Background: an optimization exercise with open tools, aiming at small area, a short achievable clock period and few clock cycles per item. Do not read the settings as production practice.
In this exercise RTL edits were held to simulation tests only and were not proved equivalent to the original.

==> module fp_add_s1, before the edit <==
module fp_add_s1 (
    input  wire [31:0] a,
    input  wire [31:0] b,
    output wire [27:0] sum,
    output wire        sp,
    output wire [7:0]  ep,
    output wire        k_nan,     
    output wire        k_inf,     
    output wire        k_zero,    
    output wire        k_sign
);
    wire        sa = a[31];
    wire        sb = b[31];
    wire [7:0]  ea = a[30:23];
    wire [7:0]  eb = b[30:23];
    wire [22:0] fa = a[22:0];
    wire [22:0] fb = b[22:0];
    wire a_zero = (ea == 8'd0);
    wire b_zero = (eb == 8'd0);
    wire a_inf  = (ea == 8'hFF) && (fa == 23'd0);
    wire b_inf  = (eb == 8'hFF) && (fb == 23'd0);
    wire a_nan  = (ea == 8'hFF) && (fa != 23'd0);
    wire b_nan  = (eb == 8'hFF) && (fb != 23'd0);
    wire [8:0]  dab  = {1'b0, ea} - {1'b0, eb};
    wire [7:0]  dba  = 8'd0 - dab[7:0];
    wire        e_lt = dab[8];                  
    wire        e_eq = (ea == eb);
    wire        f_lt = (fa < fb);
    wire        swap = e_lt || (e_eq && f_lt);
    assign sp = swap ? sb : sa;
    assign ep = swap ? eb : ea;
    wire [22:0] fp = swap ? fb : fa;
    wire   sq = swap ? sa : sb;
    wire   subtract = sp ^ sq;
    wire [7:0]  diff = e_lt ? dba : dab[7:0];
    wire [23:0] mx   = e_lt ? {1'b1, fa} : {1'b1, fb};
    wire [50:0] q_wide = {mx, 27'd0} >> diff;
    wire [26:0] q_sh = (diff > 8'd26) ? 27'd1 : {q_wide[50:25], |q_wide[24:0]};
    wire [26:0] q_eq = (e_eq && swap) ? {1'b1, fa, 3'b000} : q_sh;
    wire [26:0] q_al = (a_zero || b_zero) ? 27'd0 : q_eq;
    wire [27:0] mp28 = {1'b0, 1'b1, fp, 3'b000};
    assign sum = mp28 + ({1'b0, q_al} ^ {28{subtract}}) + {27'd0, subtract};
    assign k_nan  = a_nan || b_nan || (a_inf && b_inf && (sa != sb));
    assign k_inf  = a_inf || b_inf;
    assign k_zero = a_zero && b_zero;
    assign k_sign = a_inf ? sa : b_inf ? sb : (sa & sb);
endmodule
==> module poly_stage, before the edit <==
module poly_stage (
    input  wire        clk,
    input  wire        rst,         
    input  wire        in_valid,
    output wire        in_ready,
    input  wire [31:0] c0,
    input  wire [31:0] c1,
    input  wire [31:0] c2,
    input  wire [31:0] c3,
    input  wire [31:0] c4,
    input  wire [31:0] c5,
    input  wire [31:0] a,           
    input  wire        a_ok,        
    output reg         out_valid,
    output reg  [31:0] x,           
    output reg         x_ok,        
    output reg         num          
);
    reg [31:0]  e0_a, e1_a, e2_a, e3_a;
    reg [127:0] e0_c, e1_c, e2_c, e3_c;
    reg [31:0]  coef;                    
    reg         e0_ok, e1_ok, e2_ok, e3_ok;
    reg         e0_v, e1_v, e2_v, e3_v;
    reg [2:0]   e0_st, e1_st, e2_st, e3_st;     
    reg         ld1;                     
    reg         rdy;                     
    reg         nload;                   
    wire        load = !nload;
    wire e3_last = (e3_st == 3'd4);
    assign in_ready = rdy;
    reg  [31:0] y;                       
    wire [25:0] s1_hs, s1_hc;
    wire        s1_c22, s1_pl;
    wire [8:0]  s1_es;
    wire        s1_sy, s1_nan, s1_inf, s1_zero;
    fp_mul_s1 u_m1 (
        .a(y), .b(e0_a),
        .hs(s1_hs), .hc(s1_hc), .c22(s1_c22), .pl(s1_pl), .es(s1_es), .sy(s1_sy),
        .m_nan(s1_nan), .m_inf(s1_inf), .m_zero(s1_zero)
    );
    reg [25:0] p1_hs, p1_hc;
    reg        p1_c22, p1_pl;
    reg [8:0]  p1_es;
    reg        p1_sy, p1_nan, p1_inf, p1_zero;
    wire [31:0] s2_ya;
    fp_mul_s2 u_m2 (
        .hs(p1_hs), .hc(p1_hc), .c22(p1_c22), .pl(p1_pl), .es(p1_es), .sy(p1_sy),
        .m_nan(p1_nan), .m_inf(p1_inf), .m_zero(p1_zero),
        .y(s2_ya)
    );
    reg [31:0] p2_ya;
    wire [27:0] s3_sum;
    wire        s3_sp;
    wire [7:0]  s3_ep;
    wire        s3_knan, s3_kinf, s3_kzero, s3_ksign;
    fp_add_s1 u_a1 (
        .a(p2_ya), .b(coef),
        .sum(s3_sum), .sp(s3_sp), .ep(s3_ep),
        .k_nan(s3_knan), .k_inf(s3_kinf), .k_zero(s3_kzero), .k_sign(s3_ksign)
    );
    reg [27:0] p3_sum;
    reg        p3_sp;
    reg [7:0]  p3_ep;
    reg        p3_knan, p3_kinf, p3_kzero, p3_ksign;
    wire [31:0] s4_y;
    wire        s4_finite;
    fp_add_s2 u_a2 (
        .sum(p3_sum), .sp(p3_sp), .ep(p3_ep),
        .k_nan(p3_knan), .k_inf(p3_kinf), .k_zero(p3_kzero), .k_sign(p3_ksign),
        .y(s4_y), .finite(s4_finite)
    );
    wire res_ok = e3_ok && s4_finite;
    always @(posedge clk) begin
        p1_hs   <= s1_hs;
        p1_hc   <= s1_hc;
        p1_c22  <= s1_c22;
        p1_pl   <= s1_pl;
        p1_es   <= s1_es;
        p1_sy   <= s1_sy;
        p1_nan  <= s1_nan;
        p1_inf  <= s1_inf;
        p1_zero <= s1_zero;
        p2_ya   <= s2_ya;
        p3_sum   <= s3_sum;
        p3_sp    <= s3_sp;
        p3_ep    <= s3_ep;
        p3_knan  <= s3_knan;
        p3_kinf  <= s3_kinf;
        p3_kzero <= s3_kzero;
        p3_ksign <= s3_ksign;
        y <= load ? c5 : s4_y;
        coef <= (e1_st == 3'd0) ? c4 : e1_c[31:0];
        e1_a  <= e0_a;
        e1_c  <= e0_c;
        e1_ok <= e0_ok;
        e1_st <= e0_st;
        e2_a  <= e1_a;
        e2_c  <= e1_c;
        e2_ok <= e1_ok;
        e2_st <= e1_st;
        e3_a  <= e2_a;
        e3_c  <= {e2_c[31:0], e2_c[127:32]};
        e3_ok <= e2_ok;
        e3_st <= e2_st;
        if (load) begin
            e0_a  <= a;
            e0_c  <= {c1, c2, c3, c0};
            e0_ok <= a_ok;
            e0_st <= 3'd0;
        end else begin
            e0_a  <= e3_a;
            e0_c  <= e3_c;
            e0_ok <= e3_ok;
            e0_st <= e3_st + 3'd1;
        end
        x    <= res_ok ? s4_y : 32'd0;
        x_ok <= res_ok;
        num  <= e3_ok && !s4_finite;
        if (rst) begin
            e0_v      <= 1'b0;
            e1_v      <= 1'b0;
            e2_v      <= 1'b0;
            e3_v      <= 1'b0;
            ld1       <= 1'b0;
            rdy       <= 1'b0;
            nload     <= 1'b0;
            out_valid <= 1'b0;
        end else begin
            e0_v      <= load ? in_valid : (e3_v && !e3_last);
            e1_v      <= e0_v;
            e2_v      <= e1_v;
            e3_v      <= e2_v;
            ld1       <= load && in_valid;
            rdy       <= ld1;
            nload     <= (e2_v && (e2_st != 3'd4)) || (load && in_valid) || ld1;
            out_valid <= e3_v && e3_last;
        end
    end
endmodule
==> flow/config.mk <==
export PLATFORM = sky130hd
export DESIGN_NAME = poly_stage
export DESIGN_NICKNAME = poly_stage
export VERILOG_FILES = /design/flow/design.v
export SDC_FILE = /design/flow/constraint.sdc
export NUM_CORES = 4
export LEC_CHECK = 0
export ABC_AREA = 1
export CAP_MARGIN = 20
export CORE_MARGIN = 2
export CORE_UTILIZATION = 40
export PLACE_DENSITY = 0.6
export SLEW_MARGIN = 20
==> flow/constraint.sdc <==
create_clock -name core_clock -period 35.0 [get_ports {clk}]
set_input_delay 7.0000 -clock core_clock [delete_from_list [all_inputs] [get_ports {clk}]]
set_output_delay 7.0000 -clock core_clock [all_outputs]
set_load 0.01 [all_outputs]
standard.sh (not shown) runs the stock make flow with config.mk's settings and CLKGATE_MAP_FILE= SYNTH_SCRIPT=/design/flow/synth_recipe.tcl, a recipe that flattens the netlist after the stock synthesis.
==> flow/flow/run.sh <==
#!/bin/bash
# The standard layout, except that the port buffers are plain buf_1 cells
# rather than the delay buffers buffer_ports picks on its own.
set -euo pipefail
export BUFFER_PORTS_ARGS="-buffer_cell sky130_fd_sc_hd__buf_1"
bash standard.sh > standard.log 2>&1
Testbench counts at the start, summed over its fixed seeds: cycles 40,088, items 8,000.
Change:
--- a/flow/design.v
+++ b/flow/design.v
@@ -1782,21 +1782,21 @@
     wire a_inf  = (ea == 8'hFF) && (fa == 23'd0);
     wire b_inf  = (eb == 8'hFF) && (fb == 23'd0);
     wire a_nan  = (ea == 8'hFF) && (fa != 23'd0);
     wire b_nan  = (eb == 8'hFF) && (fb != 23'd0);
     wire [8:0]  dab  = {1'b0, ea} - {1'b0, eb};
-    wire [7:0]  dba  = 8'd0 - dab[7:0];
+    wire [8:0]  dba  = {1'b0, eb} - {1'b0, ea};
     wire        e_lt = dab[8];                  
     wire        e_eq = (ea == eb);
     wire        f_lt = (fa < fb);
     wire        swap = e_lt || (e_eq && f_lt);
     assign sp = swap ? sb : sa;
     assign ep = swap ? eb : ea;
     wire [22:0] fp = swap ? fb : fa;
     wire   sq = swap ? sa : sb;
     wire   subtract = sp ^ sq;
-    wire [7:0]  diff = e_lt ? dba : dab[7:0];
+    wire [7:0]  diff = e_lt ? dba[7:0] : dab[7:0];
     wire [23:0] mx   = e_lt ? {1'b1, fa} : {1'b1, fb};
     wire [50:0] q_wide = {mx, 27'd0} >> diff;
     wire [26:0] q_sh = (diff > 8'd26) ? 27'd1 : {q_wide[50:25], |q_wide[24:0]};
     wire [26:0] q_eq = (e_eq && swap) ? {1'b1, fa, 3'b000} : q_sh;
     wire [26:0] q_al = (a_zero || b_zero) ? 27'd0 : q_eq;
@@ -1889,15 +1889,14 @@
     output reg         x_ok,        
     output reg         num          
 );
     reg [31:0]  e0_a, e1_a, e2_a, e3_a;
     reg [127:0] e0_c, e1_c, e2_c, e3_c;
-    reg [31:0]  coef;                    
+    reg [31:0]  c4_r;                    
     reg         e0_ok, e1_ok, e2_ok, e3_ok;
     reg         e0_v, e1_v, e2_v, e3_v;
     reg [2:0]   e0_st, e1_st, e2_st, e3_st;     
-    reg         ld1;                     
     reg         rdy;                     
     reg         nload;                   
     wire        load = !nload;
     wire e3_last = (e3_st == 3'd4);
     assign in_ready = rdy;
@@ -1920,16 +1919,17 @@
         .hs(p1_hs), .hc(p1_hc), .c22(p1_c22), .pl(p1_pl), .es(p1_es), .sy(p1_sy),
         .m_nan(p1_nan), .m_inf(p1_inf), .m_zero(p1_zero),
         .y(s2_ya)
     );
     reg [31:0] p2_ya;
+    wire [31:0] s3_coef = (e2_st == 3'd0) ? c4_r : e2_c[31:0];
     wire [27:0] s3_sum;
     wire        s3_sp;
     wire [7:0]  s3_ep;
     wire        s3_knan, s3_kinf, s3_kzero, s3_ksign;
     fp_add_s1 u_a1 (
-        .a(p2_ya), .b(coef),
+        .a(p2_ya), .b(s3_coef),
         .sum(s3_sum), .sp(s3_sp), .ep(s3_ep),
         .k_nan(s3_knan), .k_inf(s3_kinf), .k_zero(s3_kzero), .k_sign(s3_ksign)
     );
     reg [27:0] p3_sum;
     reg        p3_sp;
@@ -1960,11 +1960,13 @@
         p3_knan  <= s3_knan;
         p3_kinf  <= s3_kinf;
         p3_kzero <= s3_kzero;
         p3_ksign <= s3_ksign;
         y <= load ? c5 : s4_y;
-        coef <= (e1_st == 3'd0) ? c4 : e1_c[31:0];
+        if (rdy) begin
+            c4_r <= c4;
+        end
         e1_a  <= e0_a;
         e1_c  <= e0_c;
         e1_ok <= e0_ok;
         e1_st <= e0_st;
         e2_a  <= e1_a;
@@ -1992,21 +1994,19 @@
         if (rst) begin
             e0_v      <= 1'b0;
             e1_v      <= 1'b0;
             e2_v      <= 1'b0;
             e3_v      <= 1'b0;
-            ld1       <= 1'b0;
             rdy       <= 1'b0;
             nload     <= 1'b0;
             out_valid <= 1'b0;
         end else begin
             e0_v      <= load ? in_valid : (e3_v && !e3_last);
             e1_v      <= e0_v;
             e2_v      <= e1_v;
             e3_v      <= e2_v;
-            ld1       <= load && in_valid;
-            rdy       <= ld1;
-            nload     <= (e2_v && (e2_st != 3'd4)) || (load && in_valid) || ld1;
+            rdy       <= load && in_valid;
+            nload     <= (e2_v && (e2_st != 3'd4)) || (load && in_valid);
             out_valid <= e3_v && e3_last;
         end
     end
 endmodule
Core utilization is lower by 0.36 points.
First-iteration DRC count is lower by roughly a tenth.
Global-route usage is lower by 0.43 points.
Cell area is about the same.
Testbench counts after the change, summed over its fixed seeds: cycles 40,072, items 8,000.

## port drivers added, routing unchanged
The flow's constraints put no driver on any port. The routed layouts listed below were extracted and timed again, unchanged, in two steps.
Step 1, drivers: a clkbuf_16 drives clk and a buf_2 each remaining input, both assumed.
Step 2 times the ports against the registers' clock, not the clock port: input delays grow and output delays shrink by t, the midpoint of the rising clock arrivals with the driver on.
Three values: ideal, step 1, step 2; two values: the first two.
run | shift t [ns] | setup slack, ns | hold slack, ns | latest minus earliest clock arrival (ns)
the first run | 0.736 | 26.846 / 26.773 / 27.296 | 0.296 / 0.296 / 0.296 | 0.079 / 0.078
the second run | 0.744 | 26.404 / 26.328 / 26.696 | 0.288 / 0.288 / 0.288 | 0.086 / 0.086
After both steps every run listed still meets setup and hold.
